From an optimization exercise on the open Yosys and OpenROAD flow, aimed at small area, a short achievable clock period and few clock cycles per item; shortcuts taken in it are not production practice.
RTL that was checked went through simulation tests only; none was proved equivalent to the original.
The RTL of run 7 was laid out without a check of its function.
Power and IR drop assume default switching activity.

File: flow/flow/run.sh
#!/bin/bash
# The standard layout, with faster port buffers, larger clock sink clusters, no dummy clock
# loads, and timing repair aimed at a 11.6 ns slack margin.
set -euo pipefail
export BUFFER_PORTS_ARGS="-buffer_cell sky130_fd_sc_hd__buf_4"
export CTS_ARGS="-sink_clustering_enable -repair_clock_nets -dont_use_dummy_load -sink_clustering_size 28 -sink_clustering_max_diameter 80"
export SETUP_SLACK_MARGIN=11.6
bash standard.sh > standard.log 2>&1
File: flow/standard.sh
#!/bin/bash
# synth_recipe.tcl (not shown) runs the flow's synth.tcl, then flattens the netlist and writes it again
# the make line also repeats each setting of config.mk as NAME=value (left out here)
make -C /OpenROAD-flow-scripts/flow DESIGN_CONFIG=/design/flow/config.mk WORK_HOME=/design/flow/orfs CLKGATE_MAP_FILE= SYNTH_SCRIPT=/design/flow/synth_recipe.tcl "${@:-finish}"
File: flow/config.mk
export PLATFORM = sky130hd
export DESIGN_NAME = pack_enc
export DESIGN_NICKNAME = pack_enc
export VERILOG_FILES = /design/flow/design.v
export SDC_FILE = /design/flow/constraint.sdc
export NUM_CORES = 4
export LEC_CHECK = 0
export CAP_MARGIN = 20
export CORE_MARGIN = 2
export CORE_UTILIZATION = 40
export SLEW_MARGIN = 20
File: flow/constraint.sdc
create_clock -name core_clock -period 16.0 [get_ports {clk}]
set_input_delay 3.2000 -clock core_clock [delete_from_list [all_inputs] [get_ports {clk}]]
set_output_delay 3.2000 -clock core_clock [all_outputs]
set_load 0.01 [all_outputs]
File: flow/design.v
module pack_enc (
    input  wire        clk,
    input  wire        rst,
    input  wire        in_valid,
    output wire        in_ready,
    input  wire [15:0] in_pix,      
    input  wire [15:0] in_up,       
    input  wire        in_first,    
    input  wire        in_last,     
    input  wire        in_noprev,   
    input  wire        in_eos,      
    output wire        out_valid,
    input  wire        out_ready,
    output wire [31:0] out_data,
    output wire        out_last
);
    localparam N  = 67;            
    localparam DQ = 4;             
    integer i;
    reg rst_r;
    always @(posedge clk)
        rst_r <= rst;
    reg        rdy_r;               
    reg        full_r;              
    reg [15:0] p0_D;                
    reg        p0_cga, p0_cla;      
    reg        p0v;
    reg [15:0] p0_A, p0_B, p0_Ap, p0_Bp;
    reg        p0_f, p0_n;          
    reg        p0_l, p0_e;          
    reg [5:0]  acnt;                
    wire        take = in_valid & ~full_r;
    wire [16:0] dAB  = {1'b0, p0_A} - {1'b0, p0_B};   
    wire        p0_be = p0_l | (acnt == 6'd63);      
    wire        p0_se = p0_l & p0_e;                 
    wire        gt_ab = p0_Ap > p0_B;
    wire        hi    = p0_cga & (p0_Bp >= p0_B);    
    wire        lo    = p0_cla & (p0_Bp <= p0_B);    
    wire        med_a = hi ? ~gt_ab : (lo &  gt_ab);
    wire        med_b = hi ?  gt_ab : (lo & ~gt_ab);
    wire        sel_0 = p0_n & p0_f;                     
    wire        sel_a = p0_n ? ~p0_f : (~p0_f & med_a);  
    wire        sel_b = ~p0_n & (p0_f | med_b);          
    wire [15:0] r_a = p0_A - p0_Ap;
    wire [15:0] r_b = p0_A - p0_B;
    wire [15:0] nb  = ~p0_B;
    wire [15:0] nd  = ~p0_D;
    wire [15:0] cs1 = p0_A ^ nb ^ nd;
    wire [15:0] cc1 = {(p0_A[14:0] & nb[14:0]) | (p0_A[14:0] & nd[14:0]) | (nb[14:0] & nd[14:0]), 1'b0};
    wire [15:0] r_g = cs1 + cc1 + 16'd2;
    wire [15:0] r   = sel_0 ? p0_A : (sel_a ? r_a : (sel_b ? r_b : r_g));
    reg        p1v;
    reg [15:0] p1_r;
    reg        p1_be, p1_se;
    wire [15:0] e   = p1_r[15] ? ~{p1_r[14:0], 1'b0} : {p1_r[14:0], 1'b0};
    reg        qv;
    reg [15:0] q_e;
    reg        q_be, q_se;
    wire        have = qv | p1v;
    wire [15:0] w_e  = qv ? q_e  : e;
    wire        w_be = qv ? q_be : p1_be;
    wire        w_se = qv ? q_se : p1_se;
    reg [16*N-1:0] ring;
    reg [6:0]      nlive;           
    reg [6:0]      hp;              
    reg [6:0]      np;              
    wire [15:0]    head = ring[16*N-1 -: 16];
    wire [15:0]    r0   = ring[15:0];
    reg [5:0]  d_len [0:DQ-1];
    reg        d_se  [0:DQ-1];
    reg [3:0]  d_k   [0:DQ-1];
    reg [1:0]  dwp, kwp, drp;
    reg [2:0]  dcnt;
    reg [5:0]  wcnt;                
    reg [5:0]  rcnt;                
    wire [5:0] h_len = d_len[drp];
    wire       h_se  = d_se[drp];
    wire [3:0] h_k   = d_k[drp];
    wire       rlast = (rcnt == h_len);
    reg  z_r;                       
    reg  f_r;                       
    reg  a_r;                       
    reg  rdp_r;                     
    reg  room_r;                    
    wire e1_rdy;
    wire rd      = rdp_r & e1_rdy;
    wire ring_ok = z_r | (a_r & (~f_r | rd));
    wire wr      = have & ring_ok & (~w_be | room_r);
    wire push    = wr & w_be;
    wire pop     = rd & rlast;
    wire p1_mv = p1v & (~qv | wr);
    wire q_ld  = p1v & (qv ? wr : ~wr);
    wire qv_n  = qv ? (~wr | p1v) : (p1v & ~wr);
    wire p0_mv = p0v & (~p1v | p1_mv);
    wire p1v_n = p0_mv | (p1v & ~p1_mv);
    wire p0v_n = take | (p0v & ~p0_mv);
    wire [6:0] nlive_rd = nlive - {6'd0, rd};
    wire [6:0] nlive_n  = nlive_rd + {6'd0, wr};
    wire [2:0] dcnt_n   = dcnt + {2'd0, push} - {2'd0, pop};
    wire       nl0  = (nlive == 7'd0);
    wire       nl1  = (nlive == 7'd1);
    wire       nlN1 = (nlive == N - 1);
    wire       z_n  = ~wr & (rd ? nl1 : nl0);
    wire       f_n  = wr ? (rd ? f_r : nlN1) : (~rd & f_r);
    wire       hp_last = (rd ? ~nl1 : ~nl0) & (rd | (hp == N - 2));
    wire       d0   = (dcnt == 3'd0);
    wire       d1   = (dcnt == 3'd1);
    wire       dN   = (dcnt == DQ);
    wire       dN1  = (dcnt == DQ - 1);
    wire       dnz_n  = push | (pop ? ~(d0 | d1) : ~d0);
    wire       room_n = (push == pop) ? ~dN : (pop | ~(dN | dN1));
    always @(posedge clk) begin
        ring <= {ring[16*(N-1)-1:0], wr ? w_e : head};
        if (q_ld) begin
            q_e  <= e;
            q_be <= p1_be;
            q_se <= p1_se;
        end
        if (p0_mv) begin
            p1_r  <= r;
            p1_be <= p0_be;
            p1_se <= p0_se;
        end
        if (take) begin
            p0_A  <= in_pix;
            p0_B  <= in_up;
            p0_Ap <= p0_A;
            p0_Bp <= p0_B;
            p0_D  <= dAB[15:0];
            p0_cga <= dAB[16] | (dAB[15:0] == 16'd0);
            p0_cla <= ~dAB[16];
            p0_f  <= in_first;
            p0_n  <= in_noprev;
            p0_l  <= in_last;
            p0_e  <= in_eos;
        end
        np <= wr ? 7'd0 : ((np == N - 1) ? 7'd0 : np + 7'd1);
        a_r <= wr | (np == N - 1);
        if (nlive_rd == 7'd0)
            hp <= 7'd0;
        else if (!rd)
            hp <= (hp == N - 1) ? 7'd0 : hp + 7'd1;
        if (push) begin
            d_len[dwp] <= wcnt;
            d_se[dwp]  <= w_se;
        end
        if (rst_r) begin
            rdy_r <= 1'b0;
            full_r <= 1'b1;
            p0v   <= 1'b0;
            p1v   <= 1'b0;
            z_r   <= 1'b1;
            f_r   <= 1'b0;
            rdp_r <= 1'b0;
            room_r <= 1'b1;
            qv    <= 1'b0;
            acnt  <= 6'd0;
            p0_A  <= 16'd0;
            p0_B  <= 16'd0;
            nlive <= 7'd0;
            wcnt  <= 6'd0;
            rcnt  <= 6'd0;
            dcnt  <= 3'd0;
            dwp   <= 2'd0;
            drp   <= 2'd0;
        end else begin
            rdy_r <= ~(p0v_n & p1v_n & qv_n);
            full_r <= p0v_n & p1v_n & qv_n;
            p0v   <= p0v_n;
            p1v   <= p1v_n;
            z_r   <= z_n;
            f_r   <= f_n;
            rdp_r <= ~z_n & hp_last & dnz_n;
            room_r <= room_n;
            qv    <= qv_n;
            if (p0_mv)
                acnt <= p0_be ? 6'd0 : acnt + 6'd1;
            nlive <= nlive_n;
            if (wr)
                wcnt <= w_be ? 6'd0 : wcnt + 6'd1;
            if (rd)
                rcnt <= rlast ? 6'd0 : rcnt + 6'd1;
            dcnt <= dcnt_n;
            if (push)
                dwp <= dwp + 2'd1;
            if (pop)
                drp <= drp + 2'd1;
        end
        if (rst) begin
            rdy_r  <= 1'b0;
            full_r <= 1'b1;
        end
    end
    function [5:0] clen;
        input [15:0] v;
        input [3:0]  k;
        reg   [15:0] q;
        begin
            q = v >> k;
            clen = (q < 16'd24) ? (q[5:0] + 6'd1 + {2'b00, k}) : 6'd40;
        end
    endfunction
    reg          s_v, s_be, sclr;
    reg  [191:0] sums;
    reg          am0, am1;
    reg  [47:0]  as_;               
    reg  [7:0]   ai_;
    wire [47:0] l2s;
    wire [7:0]  l2i;
    genvar g;
    generate
        for (g = 0; g < 4; g = g + 1) begin : g_l2
            wire [11:0] s0 = sums[48 * g +: 12];
            wire [11:0] s1 = sums[48 * g + 12 +: 12];
            wire [11:0] s2 = sums[48 * g + 24 +: 12];
            wire [11:0] s3 = sums[48 * g + 36 +: 12];
            wire c01 = s1 < s0;
            wire c23 = s3 < s2;
            wire c02 = s2 < s0;
            wire c03 = s3 < s0;
            wire c12 = s2 < s1;
            wire c13 = s3 < s1;
            wire hi  = c01 ? (c23 ? c13 : c12) : (c23 ? c03 : c02);
            wire [1:0] w = {hi, hi ? c23 : c01};
            assign l2i[2 * g +: 2]   = w;
            assign l2s[12 * g +: 12] = (w == 2'd0) ? s0 : (w == 2'd1) ? s1 : (w == 2'd2) ? s2 : s3;
        end
        for (g = 0; g < 16; g = g + 1) begin : g_sum
            if (g < 12) begin : g_w
                always @(posedge clk)
                    sums[12 * g +: 12] <= (sclr ? 12'd0 : sums[12 * g +: 12]) +
                                          (s_v ? {6'd0, clen(r0, g)} : 12'd0);
            end else begin : g_n
                always @(posedge clk) begin
                    sums[12 * g +: 11] <= (sclr ? 11'd0 : sums[12 * g +: 11]) +
                                          (s_v ? {5'd0, clen(r0, g)} : 11'd0);
                    sums[12 * g + 11]  <= 1'b0;
                end
            end
        end
    endgenerate
    wire [11:0] a0 = as_[11:0], a1 = as_[23:12], a2 = as_[35:24], a3 = as_[47:36];
    wire        b01 = a1 < a0;
    wire        b23 = a3 < a2;
    wire        b02 = a2 < a0;
    wire        b03 = a3 < a0;
    wire        b12 = a2 < a1;
    wire        b13 = a3 < a1;
    wire        bhi = b01 ? (b23 ? b13 : b12) : (b23 ? b03 : b02);
    wire [1:0]  bw  = {bhi, bhi ? b23 : b01};
    wire [3:0]  kbest = {bw, (bw == 2'd0) ? ai_[1:0] : (bw == 2'd1) ? ai_[3:2] :
                             (bw == 2'd2) ? ai_[5:4] : ai_[7:6]};
    always @(posedge clk) begin
        as_  <= l2s;
        ai_  <= l2i;
        s_be <= w_be;
        if (am1)
            d_k[kwp] <= kbest;
        if (rst_r) begin
            s_v  <= 1'b0;
            sclr <= 1'b1;
            am0  <= 1'b0;
            am1  <= 1'b0;
            kwp  <= 2'd0;
        end else begin
            s_v <= wr;
            if (s_v)
                sclr <= s_be;
            am0 <= s_v & s_be;
            am1 <= am0;
            if (am1)
                kwp <= kwp + 2'd1;
        end
    end
    reg        e1v, e1_esc, e1_f, e1_l;
    reg [4:0]  e1_q;
    reg [15:0] e1_m;
    reg [3:0]  e1_k;
    wire [15:0] hq   = head >> h_k;
    wire        hesc = (|hq[15:5]) | (hq[4] & hq[3]);
    reg        e2v, e2_l;
    reg [43:0] e2_item;
    reg [5:0]  e2_len;
    wire [4:0]  sh    = e1_esc ? 5'd24 : e1_q + 5'd1;
    wire [23:0] ones  = e1_esc ? 24'hFF_FFFF : ~(24'hFF_FFFF << e1_q);
    wire [39:0] code  = {16'd0, ones} | ({24'd0, e1_m} << sh);
    wire [5:0]  clen1 = e1_esc ? 6'd40 : ({1'b0, e1_q} + 6'd1 + {2'b00, e1_k});
    wire [43:0] item  = e1_f ? {code, e1_k} : {4'd0, code};
    wire [5:0]  ilen  = clen1 + (e1_f ? 6'd4 : 6'd0);
    reg [75:0] acc;
    reg [6:0]  nacc;
    reg [2:0]  lf;                  
    reg [31:0] w0, w1;
    reg        w0v, w1v, w0l, w1l;
    reg         xfer;               
    reg  [6:0]  p;                  
    reg         app;                
    wire [75:0] accx = xfer ? {32'd0, acc[75:32]} : acc;
    wire [2:0]  lfx  = xfer ? {1'b0, lf[2:1]} : lf;
    wire [7:0]  pend = {1'b0, p} + {2'b00, e2_len};
    wire [75:0] ins  = {32'd0, e2_item} << p[5:0];
    wire [6:0]  pend1 = pend[6:0] - 7'd1;
    wire [6:0]  rup  = {pend1[6:5] + 2'd1, 5'd0};
    assign e1_rdy = ~e1v | ~e2v | app;
    wire   e2_rdy = ~e2v | app;
    wire   e1_mv  = e1v & e2_rdy;
    wire pop_w = w0v & out_ready;
    wire w0_free = ~w0v | pop_w;
    wire [6:0] nacc_n = (app & e2_l) ? rup : (app ? pend[6:0] : p);
    wire       w0v_n  = w0_free ? (w1v | xfer) : w0v;
    wire       w1v_n  = w0_free ? 1'b0 : (w1v | xfer);
    wire       e2v_n  = e1_mv | (e2v & ~app);
    wire [5:0] len_n  = e1_mv ? ilen : e2_len;
    wire       xfer_n = (nacc_n[6] | nacc_n[5]) & ~(w0v_n & w1v_n);
    wire [6:0] nacc_m = nacc_n - 7'd32;
    wire [7:0] end_x  = {1'b0, nacc_m} + {2'b00, len_n};
    wire [7:0] end_n  = {1'b0, nacc_n} + {2'b00, len_n};
    wire       fit_x  = ~nacc_m[6] & (end_x <= 8'd76);
    wire       fit_n  = ~nacc_n[6] & (end_n <= 8'd76);
    wire       app_n  = e2v_n & (xfer_n ? fit_x : fit_n);
    always @(posedge clk) begin
        if (rd) begin
            e1_q   <= hq[4:0];
            e1_esc <= hesc;
            e1_m   <= hesc ? head : (head & ~(16'hFFFF << h_k));
            e1_k   <= h_k;
            e1_f   <= (rcnt == 6'd0);
            e1_l   <= rlast & h_se;
        end
        if (e1_mv) begin
            e2_item <= item;
            e2_len  <= ilen;
            e2_l    <= e1_l;
        end
        if (w0_free) begin
            if (w1v) begin
                w0  <= w1;
                w0l <= w1l;
            end else begin
                w0  <= acc[31:0];
                w0l <= lf[0];
            end
        end else if (xfer) begin
            w1  <= acc[31:0];
            w1l <= lf[0];
        end
        if (rst_r) begin
            e1v  <= 1'b0;
            e2v  <= 1'b0;
            acc  <= 76'd0;
            nacc <= 7'd0;
            lf   <= 3'd0;
            xfer <= 1'b0;
            p    <= 7'd0;
            app  <= 1'b0;
            w0v  <= 1'b0;
            w1v  <= 1'b0;
        end else begin
            e1v <= rd | (e1v & ~e2_rdy);
            e2v <= e1_mv | (e2v & ~app);
            acc <= accx | (app ? ins : 76'd0);
            nacc <= nacc_n;
            lf   <= (app & e2_l) ? (lfx | (3'd1 << pend1[6:5])) : lfx;
            xfer <= xfer_n;
            p    <= xfer_n ? nacc_m : nacc_n;
            app  <= app_n;
            if (w0_free) begin
                w0v <= w1v | xfer;
                w1v <= 1'b0;
            end else if (xfer) begin
                w1v <= 1'b1;
            end
        end
        if (rst)
            w0v <= 1'b0;
    end
    assign in_ready  = rdy_r;
    assign out_valid = w0v;
    assign out_data  = w0;
    assign out_last  = w0l;
endmodule
==> results of run 1 <==
==> repair_timing <==
item | 4_1_cts | 5_1_grt
gates cloned | 0 | 1
gates resized for setup | 38 | 14
setup buffers | 0 | 7
setup endpoints to repair | 74 | 42
==> sequential cells by signal (all words and copies together) (netlist names), 24 cells and up, named ones only <==
register  count
e2_item      44
g_l2.s2      47
g_l2.s0      47
ring       1072
as_          47
w1           32
g_l2.s3      47
g_l2.s1      47
acc          76
w0           32
d_len        24
==> cell usage in the layout, fill, tap and decap left out, drive strengths merged, types with 46 or more instances in the layout <==
cell type and n:
nor2b 120, buf 124, edfxtp 273, nand3 62, xor2 84, a211oi 46, nand2b 70, o21ai 174
xnor2 202, ha 583, mux4 47, a21oi 381, nor2 468, clkbuf 96, a21o 95, nand2 407
mux2i 187, dfxtp 1511, o211ai 48, nor3 68, mux2 65, inv 357
==> metal layers <==
layer  wire length [um]  vias up  global-route usage (%)  part of all wire, %
li1                   -    21200                       -                    -
met1              68200    20500                    22.5                   47
met2              66100      764                    26.6                   46
met3               5400      225                    1.91                  3.8
met4               3980        0                    4.72                  2.8
met5                  0        -                       0                    0
==> worst register-to-register path, cell delays in order, from the launching register on <==
cell      delay, ps
dfxtp_1         570
fa_1            490
ha_1            300
ha_1            250
fa_1            430
a211oi_1        290
o21ai_0         230
a31oi_1         330
nor2b_1          90
o21a_1          190
o41ai_1         380
xnor2_1         120
mux2i_1         180
a21oi_1          90
==> power by group <==
group,switching [mW],internal [mW],leakage (nW),total [mW]
clock network,1.33,1.05,1.17,2.39
registers,0.0359,4.61,14.9,4.65
logic,0.251,0.172,13.4,0.423
total,1.62,5.84,29.5,7.46
==> stage by stage <==
| step | hold WS (ps) | util (%) | worst slack (ps) | std cells |
|---|---|---|---|---|
| 5_1_grt | 251 | 43.4 | 11400 | 8335 |
| 2_1_floorplan | 310 | - | 11490 | 6075 |
| 3_5_place_dp | 312 | 41.8 | 10060 | 8232 |
| 6_report | 255 | 43.4 | 11490 | 8336 |
| 3_3_place_gp | 310 | 41.8 | 10070 | 8232 |
| 4_1_cts | 251 | 43.3 | 11400 | 8327 |
==> area by class of cell <==
class,instances,area (um2),share of cell area [%]
Multi-Input combinational cell,3736,28100,37.9
Tap cell,2233,2790,3.76
Timing Repair Buffer,125,1110,1.50
Clock buffer,95,2380,3.20
Inverter,362,1390,1.86
Antenna cell,1,2.50,0.00337
Sequential cell,1784,38500,51.8
==> cell families (layout without fill, tap and decap cells) <==
logic type      after synthesis  in the layout  share of synthesized area (%)
simple gates               1383           1383                           9.28
mux                         299            299                           5.35
other cells                   0              1                              0
flops                      1784           1784                           56.0
compound gates             1148           1148                           10.9
fa+ha+maj                   620            620                           11.7
buf+inv                     555            582                           3.10
xor+xnor                    286            286                           3.65
==> path summary, 6_finish.rpt <==
path,startpoint,endpoint,slack [ps],cells past startpoint
hold reg to reg,ring[403],ring[419],250,0
setup / recovery,w0[3],out_data[3],11490,1
hold / removal,ring[403],ring[419],250,0
setup reg to reg,p0_A[2],p1_r[14],11810,13
==> impl_metrics.tcl, run 1 <==
set metrics [dict create \
    status "complete, no violations" \
    h-tree-depth 3 \
    cts_root_buf "clkbuf_16" \
    cpLargestDelayFamily "flip-flops" \
    drc_errors 0 \
    clk_path_buf_depth 3 \
    portBuffers 74 \
    hold_viol 0 \
    place_area_um2 71600 \
    numCtsBuffers 95 \
    critPathKind "flop to output pin" \
    synthArstFlopShare_pct 0 \
    hold_buffers 0 \
    grt_overflow 0 \
    ios 75 \
    fin_skew_ps 82.6 \
    wl_um 144000 \
    fmax_ghz 0.222 \
    ir_drop_v 0.0000982 \
    worstPathMaxFanout 1 \
    clock_sinks 1784 \
    synth.top_cell.area_share_pct 44.1 \
    clk_latency_ps 730 \
    clk_pin_slew_ps 110 \
    wl_per_cell_um 17.2 \
    vias_per_cell 5.13 \
    yosysUniqueCellTypes 79 \
    finalMaxSlewViolations 0 \
    final_nets 6764 \
    grt_max_degree 91 \
    drv_cap 0 \
    rsz0062_at_grt "yes" \
    tns_ps 0 \
    synthTopCellsByArea "dfxtp_1 44%, edfxtp_1 12%, ha_1 11%" \
    fin_crit_sh_pct 28.2 \
    drive_gt1_share_pct 6.05 \
    dieArea_um2 175000 \
    slowest_stage "edfxtp_1" \
    antenna_found_initial 2 \
    slew_headroom_pct 19.8 \
    synthesis.area_um2 68700 \
    worst_slew_pin_slew_ps 1190 \
    p_per_area_nw_per_um2 100 \
    synth_top_flop_cell "dfxtp_1" \
    critPathBufInv 1 \
    dr.pass1.iters 7 \
    crit_path_start_kind "flop" \
    timing.final.crit_period_ps 4510 \
    synthTopCellsByCount "1,511 x dfxtp_1, 583 x ha_1, 467 x nor2_1" \
    synth_nets 6735 \
    seq_area_frac_synth_pct 56.0 \
    gr-usage-all-layers_pct 16.2 \
    cts_tree "done" \
    drtIter0Drc 3091 \
    core_area_um2 171000 \
    yosysTopAreaCell "dfxtp_1" \
    synth_edf_count 273 \
    crit_chain "buf_6" \
    antenna_left 0 \
    fin_area_um2 74300 \
    ys_warn_count 1 \
    routabilityCongestion 0.905 \
    power_mw 7.46 \
    rows 152 \
    die_h_um 418 \
    die_w_um 418 \
    vias 42800 \
    slowest_delay_ps 420 \
    critPathCaptureType "output pin" \
    area_growth_pct 8.16 \
    syn_inst 6075 \
    required_ps 12800 \
    leakagePower_nw 29.5 \
    grt_first_pass_wirelength_um 229000 \
    finalSetupViolCount 0 \
    fillers 16000 \
    hp-class "flop to flop" \
    synth.most_common_cell "dfxtp_1" \
    syn_area_per_cell_um2 11.3 \
    start_util_pct 40.1 \
    arrival_ps 1310 \
    dp_hpwl_um 105000 \
    grt_pass1_vias 41500 \
    ys_ff_latch 1784 \
]
Testbench counts, summed over its fixed seeds: cycles 77,553, items 76,898.
==> run 2: changes to the inputs <==
==> flow/flow/run.sh (replaced) <==
#!/bin/bash
# The standard layout, with faster port buffers, larger clock sink clusters, no dummy clock
# loads, and timing repair aimed at a 11.9 ns slack margin.
set -euo pipefail
export BUFFER_PORTS_ARGS="-buffer_cell sky130_fd_sc_hd__buf_4"
export CTS_ARGS="-sink_clustering_enable -repair_clock_nets -dont_use_dummy_load -sink_clustering_size 28 -sink_clustering_max_diameter 80"
export SETUP_SLACK_MARGIN=11.9
bash standard.sh > standard.log 2>&1
==> run 2 against run 1 <==
Still clean. Cell count barely moved. Flip-flop and latch count did not move. Critical path depth did not move. Sequential power barely moved. Wire length barely moved. Register-to-register slack improved by 180 ps. Die area did not move. Combinational power barely moved. Hold slack barely moved. Critical endpoint is now out_data[25]. Largest cell class unchanged.
==> impl_metrics.tcl, run 2 <==
set metrics [dict create \
    hold_viol 0 \
    worst_slew_pin_slew_ps 1230 \
    drv_cap 0 \
    synth_top_flop_cell "dfxtp_1" \
    critPathCaptureType "output pin" \
    mostFrequentLayoutCells "1,500 x dfxtp_1, 580 x ha_1, 462 x nor2_1" \
    slowest_stage "edfxtp_1" \
    worstPathMaxFanout 1 \
    synthArstFlopShare_pct 0 \
    clk_latency_ps 710 \
    wl_um 144000 \
    dp_hpwl_um 105000 \
    hp-class "flop to flop" \
    finalMaxSlewViolations 0 \
    drive_gt1_share_pct 6.39 \
    wl_per_cell_um 17.3 \
    fmax_ghz 0.223 \
    ys_warn_count 1 \
    final_cells 8337 \
    fin_skew_ps 79.3 \
    rows 152 \
    cts_root_buf "clkbuf_16" \
    rsz0062_at_grt "yes" \
    clk_pin_slew_ps 100 \
    grt_overflow 0 \
    gr-usage-all-layers_pct 16.3 \
    numCtsBuffers 93 \
    placed_cells 8230 \
    cts_tree "done" \
    synth_nets 6735 \
    synth.most_common_cell "dfxtp_1" \
    fillers 16000 \
    portBuffers 74 \
    cpLargestDelayFamily "flip-flops" \
    clock_sinks 1784 \
    pre_cts_ws_ps 10880 \
    r2r_setup_slack_ps 11990 \
    dr.pass1.iters 6 \
    drc_errors 0 \
    largest_register_ffs 1072 \
    syn_inst 6075 \
    start_util_pct 40.1 \
    drtIter0Drc 2813 \
    reg_top3 "ring (1072), acc (76)" \
    antenna_found_initial 5 \
    slew_headroom_pct 17.0 \
    synthesis.area_um2 68700 \
    grt_first_pass_wirelength_um 230000 \
    synth_edf_count 273 \
    h-tree-depth 3 \
    synth.top_cell.area_share_pct 44.1 \
    antenna_left 0 \
    synthTopCellsByCount "1,511 x dfxtp_1, 583 x ha_1, 467 x nor2_1" \
    tns_ps 0 \
    crit_chain "buf_6" \
    top_register "ring" \
    leakagePower_nw 29.5 \
    vias 42500 \
    slowest_delay_ps 410 \
    syn_area_per_cell_um2 11.3 \
    dieArea_um2 175000 \
    fin_crit_sh_pct 28.0 \
    status "complete, no violations" \
    crit_path_start_kind "flop" \
    required_ps 12800 \
    seq_area_frac_synth_pct 56.0 \
    synthTopCellsByArea "dfxtp_1 44%, edfxtp_1 12%, ha_1 11%" \
    final_common_cell "dfxtp_1" \
    die_h_um 418 \
    ys_ff_latch 1784 \
    vias_per_cell 5.10 \
    routabilityCongestion 0.894 \
    grt_pass1_vias 42000 \
    clk_path_buf_depth 3 \
    area_growth_pct 8.26 \
    arrival_ps 1280 \
    timing.final.crit_period_ps 4480 \
    yosysUniqueCellTypes 79 \
    critPathBufInv 1 \
    grt_max_degree 89 \
    yosysTopAreaCell "dfxtp_1" \
    ios 75 \
    timing.final.ws_setup_ps 11520 \
    finalSetupViolCount 0 \
    final_nets 6765 \
    ir_drop_v 0.0000838 \
    p_per_area_nw_per_um2 99.9 \
    core_area_um2 171000 \
    critPathKind "flop to output pin" \
    die_w_um 418 \
]
[run 2: layout make-up]
class	instances	area (um2)	share of cell area (%)
Sequential cell	1784	38500	51.8
Clock buffer	93	2330	3.13
Timing Repair Buffer	125	1110	1.49
Inverter	362	1390	1.87
Multi-Input combinational cell	3738	28200	38.0
Antenna cell	1	2.50	0.00337
Timing Repair inverter	1	11.3	0.0151
Tap cell	2233	2790	3.76
[run 2: kinds of logic (layout without fill, tap and decap cells)]
group           Yosys count  in the layout  synth area share (%)
fa+ha+maj               620            620                  11.7
compound gates         1148           1148                  10.9
xor+xnor                286            286                  3.65
mux                     299            299                  5.35
buf+inv                 555            581                  3.10
simple gates           1383           1385                  9.28
flops                  1784           1784                  56.0
other cells               0              1                     0
[run 2: path summary, 6_finish.rpt]
kind | start | to | cells past startpoint
max | w0[25] | out_data[25] | 1
min | ring[291] | ring[307] | 0
max reg2reg | p0_B[2] | p1_r[14] | 14
min reg2reg | ring[291] | ring[307] | 0
[run 2: timing repair]
item,4_1_cts,5_1_grt
hold buffers,0,0
buffers inserted,0,8
endpoints found under the setup margin,77,76
cloned,2,2
pin swaps,1,5
resized for setup,35,38
hold endpoints to repair,0,0
[run 2: per-stage QoR]
stage	power (mW)	util, %	hold WS (ps)	area (um2)
global route	7.72	43.4	250	74300
detailed placement	5.16	41.8	312	71600
global placement	5.15	41.8	310	71600
floorplan	5.04	-	310	68700
finish	7.43	43.4	255	74300
CTS	7.52	43.3	257	74100
[run 2: where the power goes]
part	leakage (nW)	internal, mW	total, mW	switching [mW]
combinational	13.5	0.177	0.422	0.245
sequential	14.9	4.61	4.66	0.0445
clock	1.15	1.03	2.35	1.32
total	29.5	5.82	7.43	1.61
[run 2: per-layer routing]
layer | wire, um | global-route usage [%] | up-vias
met4 | 3570 | 4.33 | 0
met5 | 0 | 0 | -
met2 | 67100 | 27.2 | 668
met1 | 68100 | 22.1 | 20400
met3 | 4980 | 2.10 | 197
li1 | - | - | 21200
==> run 3: changes to the inputs <==
==> flow/flow/run.sh (replaced) <==
#!/bin/bash
# The standard layout, with faster port buffers, larger clock sink clusters and no dummy clock loads.
set -euo pipefail
export BUFFER_PORTS_ARGS="-buffer_cell sky130_fd_sc_hd__buf_4"
export CTS_ARGS="-sink_clustering_enable -repair_clock_nets -dont_use_dummy_load -sink_clustering_size 28 -sink_clustering_max_diameter 80"
bash standard.sh > standard.log 2>&1
==> run 3 against run 2 <==
Still clean. Sequential share of layout area up 0.19 points. Hold slack better by 12 ps. Synthesized cell count is the same. Non-clock buffer count down 7. Setup slack hardly changed. Critical path depth unchanged. Final area shrank 0.41%. Register-to-register slack worse by 380 ps. Combinational power down 3%. Critical path type unchanged. Critical endpoint is now in_ready.
==> impl_metrics.tcl, run 3 <==
set metrics [dict create \
    largest_register_ffs 1072 \
    routabilityCongestion 0.868 \
    synth-simple-area-share_pct 9.28 \
    critPathCaptureType "output pin" \
    finalMaxSlewViolations 0 \
    finalSetupViolCount 0 \
    vias_per_cell 5.08 \
    placed_cells 8233 \
    fin_skew_ps 100 \
    fmax_ghz 0.223 \
    crit_chain "buf_4" \
    tns_ps 0 \
    synth_nets 6735 \
    final_cells 8331 \
    reg_top3 "ring (1072), acc (76)" \
    final_common_cell "dfxtp_1" \
    synth.most_common_cell "dfxtp_1" \
    start_util_pct 40.1 \
    power_mw 7.47 \
    area_growth_pct 7.82 \
    synth.top_cell.area_share_pct 44.1 \
    timing.rr.start "app" \
    grt_pass1_vias 41700 \
    clock_sinks 1784 \
    leakagePower_nw 29.4 \
    ios 75 \
    p_per_area_nw_per_um2 101 \
    crit_path_start_kind "flop" \
    syn_inst 6075 \
    dp_hpwl_um 106000 \
    clk_latency_ps 740 \
    synthTopCellsByCount "1,511 x dfxtp_1, 583 x ha_1, 467 x nor2_1" \
    antenna_found_initial 2 \
    timing.final.crit_period_ps 4480 \
    ys_ff_latch 1784 \
    portBuffers 74 \
    synth_xor_area_share_pct 3.65 \
    grt_overflow 0 \
    antenna_left 0 \
    seq_area_frac_synth_pct 56.0 \
    hp-start "ring[1045]" \
    grt_max_degree 77 \
    dieArea_um2 175000 \
    slew_headroom_pct 18.7 \
    syn_area_per_cell_um2 11.3 \
    rows 152 \
    regToRegEndpoint "dcnt[2]" \
    yosysTopAreaCell "dfxtp_1" \
    synth_mux_area_share_pct 5.35 \
    top_register "ring" \
    drive_gt1_share_pct 5.87 \
    worst_slew_pin_slew_ps 1210 \
    numCtsBuffers 97 \
    status "complete, no violations" \
    rsz0062_at_grt "no" \
    hold_viol 0 \
    die_h_um 418 \
    critPathKind "flop to output pin" \
    critPathBufInv 1 \
    post-route-util_pct 43.3 \
    cts_tree "done" \
    hp-class "flop to flop" \
    fin_crit_sh_pct 28.0 \
    hold_end "ring[1061]" \
    synth_top_family_by_area "adder cells" \
    synth_top_flop_cell "dfxtp_1" \
    synthArstFlopShare_pct 0 \
    cts_resized 0 \
    arrival_ps 1280 \
    fillers 16000 \
    synthesis.area_um2 68700 \
    gr-usage-all-layers_pct 16.4 \
    final_nets 6759 \
    synth_fa_ha_area_share_pct 11.7 \
    drtIter0Drc 3041 \
    slowest_stage "dfxtp_1" \
    cts_setup_buffers 0 \
    r2r_setup_slack_ps 11610 \
    required_ps 12800 \
    ir_drop_v 0.0000852 \
    hold_buffers 0 \
    synth_compound_area_share_pct 10.9 \
    cpLargestDelayFamily "flip-flops" \
    drc_errors 0 \
    worstPathMaxFanout 1 \
    place_area_um2 71600 \
    core_area_um2 171000 \
    ys_warn_count 1 \
    wl_um 145000 \
    hold_depth 0 \
    wl_per_cell_um 17.4 \
    h-tree-depth 3 \
    cts_root_buf "clkbuf_16" \
    drv_cap 0 \
    vias 42300 \
    clk_pin_slew_ps 100 \
    slowest_delay_ps 410 \
    fin_area_um2 74000 \
    dr.pass1.iters 8 \
    synth_edf_count 273 \
    clk_path_buf_depth 3 \
    grt_first_pass_wirelength_um 232000 \
    mostFrequentLayoutCells "1,506 x dfxtp_1, 583 x ha_1, 465 x nor2_1" \
    synthTopCellsByArea "dfxtp_1 44%, edfxtp_1 12%, ha_1 11%" \
    die_w_um 418 \
    rr_worst_depth 15 \
    yosysUniqueCellTypes 79 \
]
run 3: cell counts after synthesis:
Identical to the previous run, type by type.
run 3: per-stage QoR:
step | hold slack (ps) | worst slack, ps
6_report | 267 | 11520
2_1_floorplan | 310 | 9980
5_1_grt | 274 | 11110
3_3_place_gp | 310 | 10940
4_1_cts | 266 | 11420
3_5_place_dp | 312 | 10900
run 3: layout make-up:
| type | instances | area (um2) | share of cell area, % |
|---|---|---|---|
| Inverter | 362 | 1360 | 1.84 |
| Timing Repair Buffer | 118 | 886 | 1.20 |
| Sequential cell | 1784 | 38500 | 51.9 |
| Antenna cell | 1 | 2.50 | 0.00338 |
| Tap cell | 2233 | 2790 | 3.77 |
| Clock buffer | 97 | 2430 | 3.28 |
| Multi-Input combinational cell | 3736 | 28100 | 38.0 |
run 3: metal layers:
layer / vias to the layer above / global-route usage (%) / part of all wire (%)
met5: - / 0 / 0
met4: 0 / 4.24 / 2.4
met3: 194 / 1.93 / 3.4
met2: 680 / 27.0 / 46
met1: 20200 / 22.9 / 48
li1: 21200 / - / -
run 3: cells by family (layout without fill, tap and decap cells):
logic type / count (synthesis) / in the layout
DFF: 1784 / 1784
buffers and inverters: 555 / 577
other: 0 / 1
and+or+nand+nor: 1383 / 1383
xor gates and xnor gates: 286 / 286
adders and majority gates: 620 / 620
AOI/OAI and AO/OA: 1148 / 1148
muxes: 299 / 299
run 3: power breakdown:
part           internal, mW  switching [mW]
logic                 0.166           0.245
registers              4.61          0.0350
clock network          1.07            1.34
total                  5.85            1.62
run 3: how the worst max path moves through the flow:
stage | from | end | slack, ps | cells after the start
global placement | out_ready | w1[20] | 10940 | 5
global route | app | dcnt[2] | 11110 | 15
finish | rdy_r | in_ready | 11520 | 1
floorplan | out_ready | w1[0] | 9980 | 2
CTS | rdy_r | in_ready | 11420 | 1
detailed placement | out_ready | w1[19] | 10900 | 5
==> run 4: changes to the inputs <==
--- a/flow/config.mk
+++ b/flow/config.mk
@@ -7,5 +7,5 @@
 export LEC_CHECK = 0
 export CAP_MARGIN = 20
 export CORE_MARGIN = 2
-export CORE_UTILIZATION = 40
+export CORE_UTILIZATION = 70
 export SLEW_MARGIN = 20
==> run 4 against run 3 <==
Utilization is 31 points higher. Clock-buffer cell count down 17. Non-clock buffer count unchanged. Final area fell by 2.2%. Still clean on timing, DRC and antenna. Clock power is 8% lower. Hold slack improved by 7.9 ps. Sequential share of layout area is 1.1 points higher. Global-route usage rose by 14 points. Combinational power about the same. Critical endpoint is now app. Largest power group unchanged. Die area is 43% lower. Setup slack worse by 110 ps. Area after synthesis unchanged.
==> impl_metrics.tcl, run 4 <==
set metrics [dict create \
    portBuffers 74 \
    slew_headroom_pct 12.1 \
    die_w_um 317 \
    clk_latency_ps 710 \
    synth_nets 6735 \
    core_area_um2 97000 \
    synth_top_flop_cell "dfxtp_1" \
    seq_area_frac_synth_pct 56.0 \
    syn_area_per_cell_um2 11.3 \
    area_growth_pct 5.49 \
    numCtsBuffers 80 \
    pre_cts_ws_ps 10900 \
    synth.most_common_cell "dfxtp_1" \
    cts_tree "done" \
    timing.final.ws_setup_ps 11410 \
    timing.final.crit_period_ps 4590 \
    clk_path_buf_depth 3 \
    antenna_left 0 \
    routabilityCongestion 0.951 \
    wl_met2_um 73000 \
    ys_ff_latch 1784 \
    start_util_pct 70.8 \
    cts_root_buf "clkbuf_16" \
    critPathKind "flop to flop" \
    arrival_ps 5180 \
    cts_resized 0 \
    final_common_cell "dfxtp_1" \
    synth_edf_count 273 \
    synthesis.area_um2 68700 \
    wl_met3_um 8750 \
    synthTopCellsByCount "1,511 x dfxtp_1, 583 x ha_1, 467 x nor2_1" \
    tns_ps 0 \
    power_mw 7.28 \
    hp-class "flop to flop" \
    drv_cap 0 \
    multi_input_area_um2 28100 \
    grt_overflow 0 \
    antenna_found_initial 7 \
    required_ps 16590 \
    clk_pin_slew_ps 110 \
    h-tree-depth 3 \
    hold_buffers 0 \
    crit_path_start_kind "flop" \
    grt_pass1_vias 43500 \
    synth.top_cell.area_share_pct 44.1 \
    synthTopCellsByArea "dfxtp_1 44%, edfxtp_1 12%, ha_1 11%" \
    finalSetupViolCount 0 \
    drive_gt1_share_pct 5.66 \
    grt_first_pass_wirelength_um 238000 \
    ys_warn_count 1 \
    r2r_setup_slack_ps 11410 \
    hold_viol 0 \
    drtIter0Drc 3717 \
    finalMaxSlewViolations 0 \
    yosysUniqueCellTypes 79 \
    largest_register_ffs 1072 \
    rows 114 \
    yosysTopAreaCell "dfxtp_1" \
    synthArstFlopShare_pct 0 \
    fillers 6483 \
    fmax_ghz 0.218 \
    die_h_um 317 \
    drc_errors 0 \
    rsz0062_at_grt "no" \
    reg_top3 "ring (1072), acc (76)" \
    seqCellArea_um2 38500 \
    grt_max_degree 76 \
    ios 75 \
    hold_ws_ps 275 \
    worst_slew_pin_slew_ps 1310 \
    dieArea_um2 101000 \
    vias 43700 \
    wl_per_cell_um 20.5 \
    status "complete, no violations" \
    fin_skew_ps 98.0 \
    leakagePower_nw 29.2 \
    vias_per_cell 5.94 \
    dr.pass1.iters 6 \
    mostFrequentLayoutCells "1,505 x dfxtp_1, 583 x ha_1, 465 x nor2_1" \
    dp_hpwl_um 107000 \
    worstPathMaxFanout 51 \
    ir_drop_v 0.000113 \
    syn_inst 6075 \
    m1WireLength_um 64800 \
    wl_um 151000 \
    clock_sinks 1784 \
    gr-usage-all-layers_pct 30.0 \
    topRoutingLayerUsed "met4" \
    critPathCaptureType "flop" \
    place_area_um2 70400 \
    final_nets 6742 \
    p_per_area_nw_per_um2 100 \
    top_register "ring" \
    cts_setup_buffers 0 \
    fin_crit_sh_pct 28.7 \
    fin_area_um2 72400 \
]
[run 4: cell count changes in the layout (fill, tap and decap cells not counted), sizes merged]
cell	previous run	this run
inv	358	357
diode	1	5
clkbuf	97	80
clkinv	4	5
[run 4: kinds of logic after synthesis]
logic type / Yosys count / synth area share (%)
simple gates: 1383 / 9.28
flops: 1784 / 56.0
mux: 299 / 5.35
compound gates: 1148 / 10.9
fa+ha+maj: 620 / 11.7
xor+xnor: 286 / 3.65
buf+inv: 555 / 3.10
[run 4: critical path, cell delays in order, from the launching register on]
cell and delay [ps]:
dfxtp_2 320, buf_4 620, ha_1 320, fa_1 440, or3_1 390, or3_1 370, nor2_1 140, xnor2_1 180
ha_1 280, nand3_1 70, o21ai_0 100, a311oi_1 470, ha_1 280, or2_2 170, o211ai_1 110, a21boi_0 230
[run 4: layout make-up]
class,count,area share (%)
well taps,1276,2.20
flip-flops and latches,1784,53.1
diodes,5,0.0173
multi-input cells,3736,38.8
inverters,362,1.88
repair buffers,118,1.22
clock buffers,80,2.76
[run 4: stage by stage]
stage | cells | utilization (%)
after global placement | 7276 | 72.6
after detailed placement | 7276 | 72.6
after floorplan | 6075 | -
final | 7361 | 74.7
after global routing | 7361 | 74.7
after CTS | 7356 | 74.7
[run 4: path summary, 6_finish.rpt]
kind                                from        to  cells past startpoint
worst max-delay path                p[0]       app                     15
worst min register to register  ring[32]  ring[48]                      0
worst min-delay path            ring[32]  ring[48]                      0
worst max register to register      p[0]       app                     15
[run 4: per-layer routing]
layer,GRT usage [%],up-vias
li1,-,21200
met2,51.2,1324
met5,0,-
met3,4.13,318
met4,9.64,0
met1,39.8,20900
[run 4: report_power, final]
group / internal (mW) / switching, mW / total [mW]
Combinational: 0.166 / 0.244 / 0.410
Clock: 0.899 / 1.32 / 2.22
Sequential: 4.61 / 0.0408 / 4.65
Total: 5.68 / 1.60 / 7.28
==> run 5: changes to the inputs <==
--- a/flow/config.mk
+++ b/flow/config.mk
@@ -7,5 +7,5 @@
 export LEC_CHECK = 0
 export CAP_MARGIN = 20
 export CORE_MARGIN = 2
-export CORE_UTILIZATION = 70
+export CORE_UTILIZATION = 60
 export SLEW_MARGIN = 20
==> run 5 against run 4 <==
Area after synthesis unchanged. Clock-buffer cell count up 2. Combinational power fell by 2%. Still clean. Non-clock buffer count is 3 higher.
==> impl_metrics.tcl, run 5 <==
set metrics [dict create \
    status "complete, no violations" \
    gr-usage-all-layers_pct 24.2 \
    worst-path-stages 1 \
    crit_chain "buf_4" \
    grt_overflow 0 \
    synth.most_common_cell "dfxtp_1" \
    finalMaxSlewViolations 0 \
    fin_skew_ps 64.7 \
    m1WireLength_um 67000 \
    synthTopCellsByCount "1,511 x dfxtp_1, 583 x ha_1, 467 x nor2_1" \
    wl_met2_um 65900 \
    dieArea_um2 117000 \
    leakagePower_nw 29.3 \
    pre_cts_ws_ps 10990 \
    reg_top3 "ring (1072), acc (76)" \
    synthArstFlopShare_pct 0 \
    antenna_left 0 \
    placed_cells 7515 \
    drive_gt1_share_pct 5.72 \
    ys_warn_count 1 \
    worst_slew_pin_slew_ps 1290 \
    wl_um 142000 \
    seqCellArea_um2 38500 \
    regToRegEndpoint "app" \
    wl_met3_um 5980 \
    syn_area_per_cell_um2 11.3 \
    ios 75 \
    final_cells 7598 \
    hold_buffers 0 \
    hold_viol 0 \
    slowest_delay_ps 440 \
    cts_resized 0 \
    clk_path_buf_depth 3 \
    rows 124 \
    start_util_pct 60.3 \
    ir_drop_v 0.000101 \
    top_register "ring" \
    cts_root_buf "clkbuf_16" \
    slowest_stage "dfxtp_1" \
    fmax_ghz 0.225 \
    dr.pass1.iters 5 \
    synth_top_flop_cell "dfxtp_1" \
    synthesis.area_um2 68700 \
    critPathKind "flop to output pin" \
    ys_ff_latch 1784 \
    synth_edf_count 273 \
    topRoutingLayerUsed "met4" \
    rr_worst_depth 15 \
    seq_area_frac_synth_pct 56.0 \
    cts_setup_buffers 0 \
    critPathBufInv 1 \
    mostFrequentLayoutCells "1,506 x dfxtp_1, 583 x ha_1, 465 x nor2_1" \
    yosysUniqueCellTypes 79 \
    syn_inst 6075 \
    core_area_um2 114000 \
    h-tree-depth 3 \
    portBuffers 74 \
    cts_tree "done" \
    multi_input_area_um2 28100 \
    hold_depth 0 \
    grt_max_degree 91 \
    area_growth_pct 6.02 \
    slew_headroom_pct 13.2 \
    vias 42500 \
    drtIter0Drc 3198 \
    p_per_area_nw_per_um2 99.8 \
    critPathCaptureType "output pin" \
    cpLargestDelayFamily "flip-flops" \
    hp-start "ring[661]" \
    grt_pass1_vias 41500 \
    synthTopCellsByArea "dfxtp_1 44%, edfxtp_1 12%, ha_1 11%" \
    r2r_setup_slack_ps 11680 \
    hp-class "flop to flop" \
    arrival_ps 1250 \
    numCtsBuffers 82 \
    required_ps 12800 \
    crit_path_start_kind "flop" \
    worstPathMaxFanout 1 \
    antenna_found_initial 4 \
    rsz0062_at_grt "no" \
    yosysTopAreaCell "dfxtp_1" \
    clk_latency_ps 700 \
    fillers 9093 \
    grt_first_pass_wirelength_um 226000 \
    timing.rr.start "p[0]" \
    clock_sinks 1784 \
    final_nets 6747 \
    fin_crit_sh_pct 27.8 \
    final_common_cell "dfxtp_1" \
    largest_register_ffs 1072 \
    timing.final.ws_setup_ps 11550 \
    synth.top_cell.area_share_pct 44.1 \
    wl_per_cell_um 18.6 \
    synth_nets 6735 \
    die_w_um 342 \
    hold_end "ring[677]" \
    drc_errors 0 \
    vias_per_cell 5.60 \
    routabilityCongestion 0.939 \
    timing.final.crit_period_ps 4450 \
    finalSetupViolCount 0 \
    clk_pin_slew_ps 110 \
    die_h_um 342 \
    dp_hpwl_um 103000 \
    tns_ps 0 \
    drv_cap 0 \
]
==> run 5: cell counts after synthesis <==
No cell type changed its count.
==> run 5: worst max-delay path by stage <==
stage | startpoint | end | slack [ps]
6_report | rdy_r | in_ready | 11550
5_1_grt | p[0] | app | 11250
4_1_cts | rdy_r | in_ready | 11500
3_5_place_dp | in_valid | p0_A[14] | 10990
3_3_place_gp | in_valid | p0_Ap[1] | 11050
2_1_floorplan | out_ready | w1[0] | 9980
==> run 5: logic make-up (layout without fill, tap and decap cells) <==
family | after synthesis | in the layout | share of synthesized area (%)
flip-flops | 1784 | 1784 | 56.0
AND/OR/NAND/NOR | 1383 | 1383 | 9.28
AO/OA/AOI/OAI | 1148 | 1148 | 10.9
adder cells (fa/ha/maj) | 620 | 620 | 11.7
buffers and inverters | 555 | 565 | 3.10
multiplexers | 299 | 299 | 5.35
XOR/XNOR | 286 | 286 | 3.65
other | 0 | 1 | 0
==> run 5: area by class of cell <==
| cell class | count | area share (%) |
|---|---|---|
| clock buffer | 82 | 2.82 |
| timing repair buffer | 121 | 1.26 |
| antenna | 1 | 0.00344 |
| tap | 1512 | 2.60 |
| multi-input combinational | 3736 | 38.6 |
| sequential | 1784 | 52.8 |
| inverter | 362 | 1.87 |
==> run 5: report_power, final <==
group,switching (mW),leakage (nW),internal (mW),total [mW]
Combinational,0.235,13.4,0.166,0.401
Sequential,0.0442,14.9,4.61,4.66
Clock,1.29,1.01,0.919,2.21
==> run 5: metrics by stage <==
stage | hold slack (ps) | power (mW) | util (%) | cell area [um2]
after floorplan | 310 | 5.04 | - | 68700
after global placement | 310 | 5.15 | 62.1 | 70700
after detailed placement | 312 | 5.16 | 62.1 | 70700
after CTS | 273 | 7.35 | 63.9 | 72800
after global routing | 281 | 7.54 | 63.9 | 72800
final | 281 | 7.27 | 63.9 | 72800
==> run 5: per-layer routing <==
metal  global-route usage [%]  vias to the layer above
met2                     39.8                      793
met5                        0                        -
met1                     34.2                    20400
li1                         -                    21200
met4                     5.85                        0
met3                     2.63                      184
==> run 6: changes to the inputs <==
==> flow/flow/run.sh (replaced) <==
#!/bin/bash
# The standard layout, with faster port buffers, larger clock sink clusters and no dummy clock loads.
set -euo pipefail
export BUFFER_PORTS_ARGS="-buffer_cell sky130_fd_sc_hd__buf_4"
export CTS_ARGS="-sink_clustering_enable -repair_clock_nets -dont_use_dummy_load -sink_clustering_size 34 -sink_clustering_max_diameter 70"
bash standard.sh > standard.log 2>&1
--- a/flow/config.mk
+++ b/flow/config.mk
@@ -7,5 +7,5 @@
 export LEC_CHECK = 0
 export CAP_MARGIN = 20
 export CORE_MARGIN = 2
-export CORE_UTILIZATION = 60
+export CORE_UTILIZATION = 40
 export SLEW_MARGIN = 20
==> run 6 against run 5 <==
Highest routed layer unchanged. Critical path type unchanged. Critical path depth unchanged. Still clean on timing, DRC and antenna. Clock power grew 14%. Wire length rose by 2.5%. Area after synthesis is the same. Largest cell class unchanged. Sequential share of layout area is 1.1 points lower. Setup slack lost 43 ps. Total power up 4.5%. Hold slack got worse by 53 ps. Global-route usage shrank 7.7 points.
==> impl_metrics.tcl, run 6 <==
set metrics [dict create \
    status "complete, no violations" \
    final_nets 6769 \
    cts_setup_buffers 0 \
    rr_worst_depth 15 \
    arrival_ps 1300 \
    top_register "ring" \
    hold_depth 0 \
    rows 152 \
    synth_top_flop_cell "dfxtp_1" \
    dp_hpwl_um 106000 \
    drv_cap 0 \
    largest_register_ffs 1072 \
    hold_buffers 0 \
    crit_path_start_kind "flop" \
    area_growth_pct 8.19 \
    finalSetupViolCount 0 \
    cts_root_buf "clkbuf_16" \
    vias_per_cell 5.09 \
    reg_top3 "ring (1072), acc (76)" \
    mostFrequentLayoutCells "1,506 x dfxtp_1, 583 x ha_1, 465 x nor2_1" \
    hp-class "flop to flop" \
    routabilityCongestion 0.868 \
    synth.most_common_cell "dfxtp_1" \
    die_w_um 418 \
    worstPathMaxFanout 1 \
    fin_area_um2 74300 \
    yosysUniqueCellTypes 79 \
    yosysTopAreaCell "dfxtp_1" \
    post-route-util_pct 43.4 \
    slowest_delay_ps 410 \
    placed_cells 8233 \
    final_cells 8342 \
    leakagePower_nw 29.5 \
    clk_pin_slew_ps 110 \
    p_per_area_nw_per_um2 102 \
    gr-usage-all-layers_pct 16.5 \
    critPathBufInv 1 \
    hold_viol 0 \
    fillers 16000 \
    critPathCaptureType "output pin" \
    drc_errors 0 \
    pre_cts_ws_ps 10900 \
    synthArstFlopShare_pct 0 \
    grt_overflow 0 \
    fin_skew_ps 113 \
    syn_inst 6075 \
    final_common_cell "dfxtp_1" \
    tns_ps 0 \
    clk_latency_ps 760 \
    antenna_left 0 \
    cts_tree "done" \
    fmax_ghz 0.222 \
    ys_ff_latch 1784 \
    hold_ws_ps 228 \
    slew_headroom_pct 27.5 \
    ios 75 \
    synth_nets 6735 \
    crit_chain "buf_4" \
    cts_resized 0 \
    numCtsBuffers 107 \
    grt_pass1_vias 41800 \
    rsz0062_at_grt "no" \
    wl_um 145000 \
    clock_sinks 1784 \
    dr.pass1.iters 7 \
    dieArea_um2 175000 \
    critPathKind "flop to output pin" \
    hp-start "ring[1046]" \
    timing.rr.start "app" \
    vias 42500 \
    synthesis.area_um2 68700 \
    drive_gt1_share_pct 6.03 \
    antenna_found_initial 4 \
    synth_edf_count 273 \
    die_h_um 418 \
    ir_drop_v 0.000101 \
    grt_max_degree 77 \
    slowest_stage "dfxtp_1" \
    timing.final.crit_period_ps 4500 \
    synth.top_cell.area_share_pct 44.1 \
    syn_area_per_cell_um2 11.3 \
    timing.final.ws_setup_ps 11500 \
    finalMaxSlewViolations 0 \
    cpLargestDelayFamily "flip-flops" \
    seq_area_frac_synth_pct 56.0 \
    ys_warn_count 1 \
    regToRegEndpoint "dcnt[2]" \
    start_util_pct 40.1 \
    synthTopCellsByCount "1,511 x dfxtp_1, 583 x ha_1, 467 x nor2_1" \
    drtIter0Drc 2905 \
    grt_first_pass_wirelength_um 232000 \
    wl_per_cell_um 17.4 \
    clk_path_buf_depth 3 \
    fin_crit_sh_pct 28.1 \
    r2r_setup_slack_ps 11610 \
    worst_slew_pin_slew_ps 1080 \
    place_area_um2 71600 \
    portBuffers 74 \
    synthTopCellsByArea "dfxtp_1 44%, edfxtp_1 12%, ha_1 11%" \
    hold_end "ring[1062]" \
    required_ps 12800 \
    core_area_um2 171000 \
    power_mw 7.59 \
    h-tree-depth 3 \
]
-- run 6: worst max path at each step --
stage,from,endpoint,slack (ps),cells past startpoint
6_report,rdy_r,in_ready,11500,1
5_1_grt,app,dcnt[2],11090,15
4_1_cts,rdy_r,in_ready,11420,1
3_5_place_dp,out_ready,w1[19],10900,5
3_3_place_gp,out_ready,w1[20],10940,5
2_1_floorplan,out_ready,w1[0],9980,2
-- run 6: logic make-up after synthesis --
family	Yosys count	share of synthesized area, %
XOR/XNOR	286	3.65
flip-flops	1784	56.0
multiplexers	299	5.35
adder cells (fa/ha/maj)	620	11.7
buffers and inverters	555	3.10
AO/OA/AOI/OAI	1148	10.9
AND/OR/NAND/NOR	1383	9.28
-- run 6: layout make-up --
| class | count | area [um2] | share of cell area [%] |
|---|---|---|---|
| Clock buffer | 107 | 2680 | 3.60 |
| Tap cell | 2233 | 2790 | 3.76 |
| Inverter | 362 | 1360 | 1.83 |
| Sequential cell | 1784 | 38500 | 51.8 |
| Multi-Input combinational cell | 3736 | 28100 | 37.8 |
| Antenna cell | 2 | 5.00 | 0.00674 |
| Timing Repair Buffer | 118 | 886 | 1.19 |
-- run 6: where the power goes --
group / total, mW / switching, mW / internal, mW
Clock: 2.53 / 1.36 / 1.18
Combinational: 0.411 / 0.245 / 0.166
Sequential: 4.65 / 0.0352 / 4.61
Total: 7.59 / 1.64 / 5.96
-- run 6: metal layers --
layer	track usage [%]	up-vias	share of wire (%)
met3	1.86	200	3.6
met5	0	-	0
met4	4.56	0	2.5
li1	-	21200	-
met2	27.1	746	46
met1	22.9	20300	48
==> run 7: changes to the inputs <==
--- a/flow/design.v
+++ b/flow/design.v
@@ -96,7 +96,9 @@
     wire p0v_n = take | (p0v & ~p0_mv);
     wire [6:0] nlive_rd = nlive - {6'd0, rd};
     wire [6:0] nlive_n  = nlive_rd + {6'd0, wr};
-    wire [2:0] dcnt_n   = dcnt + {2'd0, push} - {2'd0, pop};
+    wire [2:0] dcnt_p   = dcnt + 3'd1;
+    wire [2:0] dcnt_m   = dcnt - 3'd1;
+    wire [2:0] dcnt_n   = (push == pop) ? dcnt : (push ? dcnt_p : dcnt_m);
     wire       nl0  = (nlive == 7'd0);
     wire       nl1  = (nlive == 7'd1);
     wire       nlN1 = (nlive == N - 1);
@@ -295,6 +297,7 @@
     reg         xfer;               
     reg  [6:0]  p;                  
     reg         app;                
+    reg         napp;               
     wire [75:0] accx = xfer ? {32'd0, acc[75:32]} : acc;
     wire [2:0]  lfx  = xfer ? {1'b0, lf[2:1]} : lf;
     wire [7:0]  pend = {1'b0, p} + {2'b00, e2_len};
@@ -353,17 +356,19 @@
             xfer <= 1'b0;
             p    <= 7'd0;
             app  <= 1'b0;
+            napp <= 1'b1;
             w0v  <= 1'b0;
             w1v  <= 1'b0;
         end else begin
             e1v <= rd | (e1v & ~e2_rdy);
             e2v <= e1_mv | (e2v & ~app);
-            acc <= accx | (app ? ins : 76'd0);
+            acc <= accx | (napp ? 76'd0 : ins);
             nacc <= nacc_n;
             lf   <= (app & e2_l) ? (lfx | (3'd1 << pend1[6:5])) : lfx;
             xfer <= xfer_n;
             p    <= xfer_n ? nacc_m : nacc_n;
             app  <= app_n;
+            napp <= ~app_n;
             if (w0_free) begin
                 w0v <= w1v | xfer;
                 w1v <= 1'b0;
==> flow/flow/run.sh (replaced) <==
#!/bin/bash
# The standard layout, with faster port buffers, larger clock sink clusters and no dummy clock loads.
set -euo pipefail
export BUFFER_PORTS_ARGS="-buffer_cell sky130_fd_sc_hd__buf_4"
export CTS_ARGS="-sink_clustering_enable -repair_clock_nets -dont_use_dummy_load -sink_clustering_size 28 -sink_clustering_max_diameter 80"
bash standard.sh > standard.log 2>&1
==> run 7 against run 6 <==
Fmax decreased by 7.1%. Hold slack improved by 28 ps. Clock skew decreased by 4.4 ps. Clock-buffer cell count decreased by 12. Final area increased by 0.24%. Utilization about the same. Sequential share of layout area decreased by 0.092 points. Global-route usage decreased by 0.40 points. Combinational power increased by 2%. Critical path type is now primary input to flop. Largest cell class unchanged. Highest routed layer unchanged.
==> impl_metrics.tcl, run 7 <==
set metrics [dict create \
    status "complete, no violations" \
    core_area_um2 172000 \
    crit_path_start_kind "primary input" \
    leakagePower_nw 29.8 \
    cts_tree "done" \
    synthArstFlopShare_pct 0 \
    die_w_um 419 \
    vias 42400 \
    critPathKind "primary input to flop" \
    final_nets 6811 \
    synthTopCellsByArea "dfxtp_1 44%, edfxtp_1 12%, ha_1 11%" \
    drive_gt1_share_pct 5.84 \
    antenna_found_initial 1 \
    seq_area_frac_synth_pct 55.7 \
    dp_hpwl_um 104000 \
    wl_um 141000 \
    syn_area_per_cell_um2 11.2 \
    fmax_ghz 0.207 \
    arrival_ps 5350 \
    tns_ps 0 \
    cts_root_buf "clkbuf_16" \
    synth_edf_count 273 \
    reg_top3 "ring (1072), acc (76)" \
    grt_pass1_vias 41700 \
    vias_per_cell 5.01 \
    wl_per_cell_um 16.7 \
    clk_latency_ps 760 \
    hp-start "ring[976]" \
    top_register "ring" \
    cts_setup_buffers 0 \
    timing.rr.start "p[0]" \
    regToRegEndpoint "p[6]" \
    clk_path_buf_depth 3 \
    slew_headroom_pct 23.1 \
    start_util_pct 40.2 \
    grt_max_degree 94 \
    synth_nets 6800 \
    hp-class "flop to flop" \
    antenna_left 0 \
    routabilityCongestion 0.878 \
    rsz0062_at_grt "no" \
    dieArea_um2 176000 \
    antenna_cells 0 \
    rows 152 \
    synth.most_common_cell "dfxtp_1" \
    syn_inst 6139 \
    numCtsBuffers 95 \
    mostFrequentLayoutCells "1,507 x dfxtp_1, 585 x ha_1, 485 x nor2_1" \
    hold_buffers 0 \
    worst_slew_pin_slew_ps 1140 \
    synth_top_flop_cell "dfxtp_1" \
    grt_overflow 0 \
    ys_warn_count 1 \
    grt_first_pass_wirelength_um 228000 \
    final_common_cell "dfxtp_1" \
    hold_end "ring[992]" \
    drtIter0Drc 2529 \
    finalSetupViolCount 0 \
    synth.top_cell.area_share_pct 43.8 \
    die_h_um 419 \
    synthesis.area_um2 69000 \
    yosysUniqueCellTypes 89 \
    area_growth_pct 7.87 \
    fin_skew_ps 108 \
    clock_sinks 1785 \
    rr_worst_depth 15 \
    ir_drop_v 0.0000867 \
    hold_viol 0 \
    required_ps 16510 \
    fin_crit_sh_pct 30.2 \
    timing.final.crit_period_ps 4840 \
    drv_cap 0 \
    p_per_area_nw_per_um2 100 \
    dr.pass1.iters 8 \
    yosysTopAreaCell "dfxtp_1" \
    synthTopCellsByCount "1,512 x dfxtp_1, 585 x ha_1, 488 x nor2_1" \
    drc_errors 0 \
    ys_ff_latch 1785 \
    finalMaxSlewViolations 0 \
    largest_register_ffs 1072 \
    h-tree-depth 3 \
    clk_pin_slew_ps 100 \
    worstPathMaxFanout 51 \
    cts_resized 0 \
    power_mw 7.46 \
    critPathCaptureType "flop" \
    hold_depth 0 \
    r2r_setup_slack_ps 11580 \
    ios 75 \
    portBuffers 74 \
    gr-usage-all-layers_pct 16.1 \
]
==> run 7: power breakdown <==
group	internal, mW	switching, mW	leakage, nW
Combinational	0.178	0.243	13.7
Clock	1.05	1.33	1.17
Sequential	4.62	0.0412	14.9
Total	5.85	1.61	29.8
==> run 7: critical path, cell delays in order <==
cell and delay (ps):
buf_4 110, nand2b_1 60, buf_4 320, clkinv_2 590, buf_4 530, o21ai_0 210, and2_0 140, o221ai_1 140
==> run 7: metrics by stage <==
stage,utilization [%],hold slack [ps],setup slack [ps],instances,area (um2)
final,43.4,256,11160,8458,74500
after floorplan,-,310,9980,6139,69000
after detailed placement,42.0,312,10370,8363,72100
after CTS,43.4,255,11170,8458,74500
after global routing,43.4,262,10930,8458,74500
after global placement,42.0,310,10390,8363,72100
==> run 7: per-layer routing <==
metal  up-vias  wire length [um]  track usage (%)
li1      21300                 -                -
met1     20200             65100             21.1
met2       624             68000             27.6
met3       206              4640             1.81
met4         0              3740             4.99
met5         -                 0                0
==> run 7: cell type report <==
class | instances | area [um2]
well taps | 2310 | 2890
fillers | 16200 | 97100
clock buffers | 95 | 2380
multi-input cells | 3788 | 28500
repair buffers | 118 | 886
flip-flops and latches | 1785 | 38500
inverters | 362 | 1360
==> run 7: worst max path at each step <==
stage	start	end	slack (ps)
global placement	in_valid	full_r	10390
CTS	in_valid	full_r	11170
detailed placement	in_valid	full_r	10370
global route	in_valid	full_r	10930
finish	in_valid	full_r	11160
floorplan	out_ready	w1[0]	9980
==> run 7: cell families after synthesis <==
family,after synthesis,synth area share (%)
multiplexers,339,5.85
AND/OR/NAND/NOR,1400,9.32
buffers and inverters,566,3.10
AO/OA/AOI/OAI,1142,10.7
XOR/XNOR,286,3.63
adder cells (fa/ha/maj),621,11.6
flip-flops,1785,55.7

==> port drivers added, routing unchanged <==
Ports are ideal in the flow. The routed layouts listed here were re-timed in OpenROAD.
Step 1: set_driving_cell puts a clkbuf_16 on clk and a buf_2 on each other input, an assumption about the parent block.
Step 2 moves the port delays by t, midway between the first and last clock arrival at a register: inputs arrive t later, outputs are due t later. That takes back most of the time a late clock gives input paths.
a / b / c = no drivers / after step 1 / after step 2; a / b = the first two.
run	t, ns	setup slack, ns	worst setup path at the end
run 1	0.766	11.493 / 11.416 / 11.002	input to register
run 2	0.760	11.517 / 11.437 / 11.287	input to register
run 3	0.770	11.517 / 11.438 / 10.937	input to register
run 4	0.734	11.411 / 11.411 / 10.855	input to register
run 5	0.744	11.547 / 11.477 / 10.909	input to register
run 6	0.780	11.504 / 11.426 / 10.950	input to register
run 7	0.774	11.161 / 11.216 / 10.441	input to register
After both steps every run listed still meets setup and hold. For run 7, which loses most, drivers alone change the setup slack by +0.055 ns; drivers and shift together by -0.720 ns.
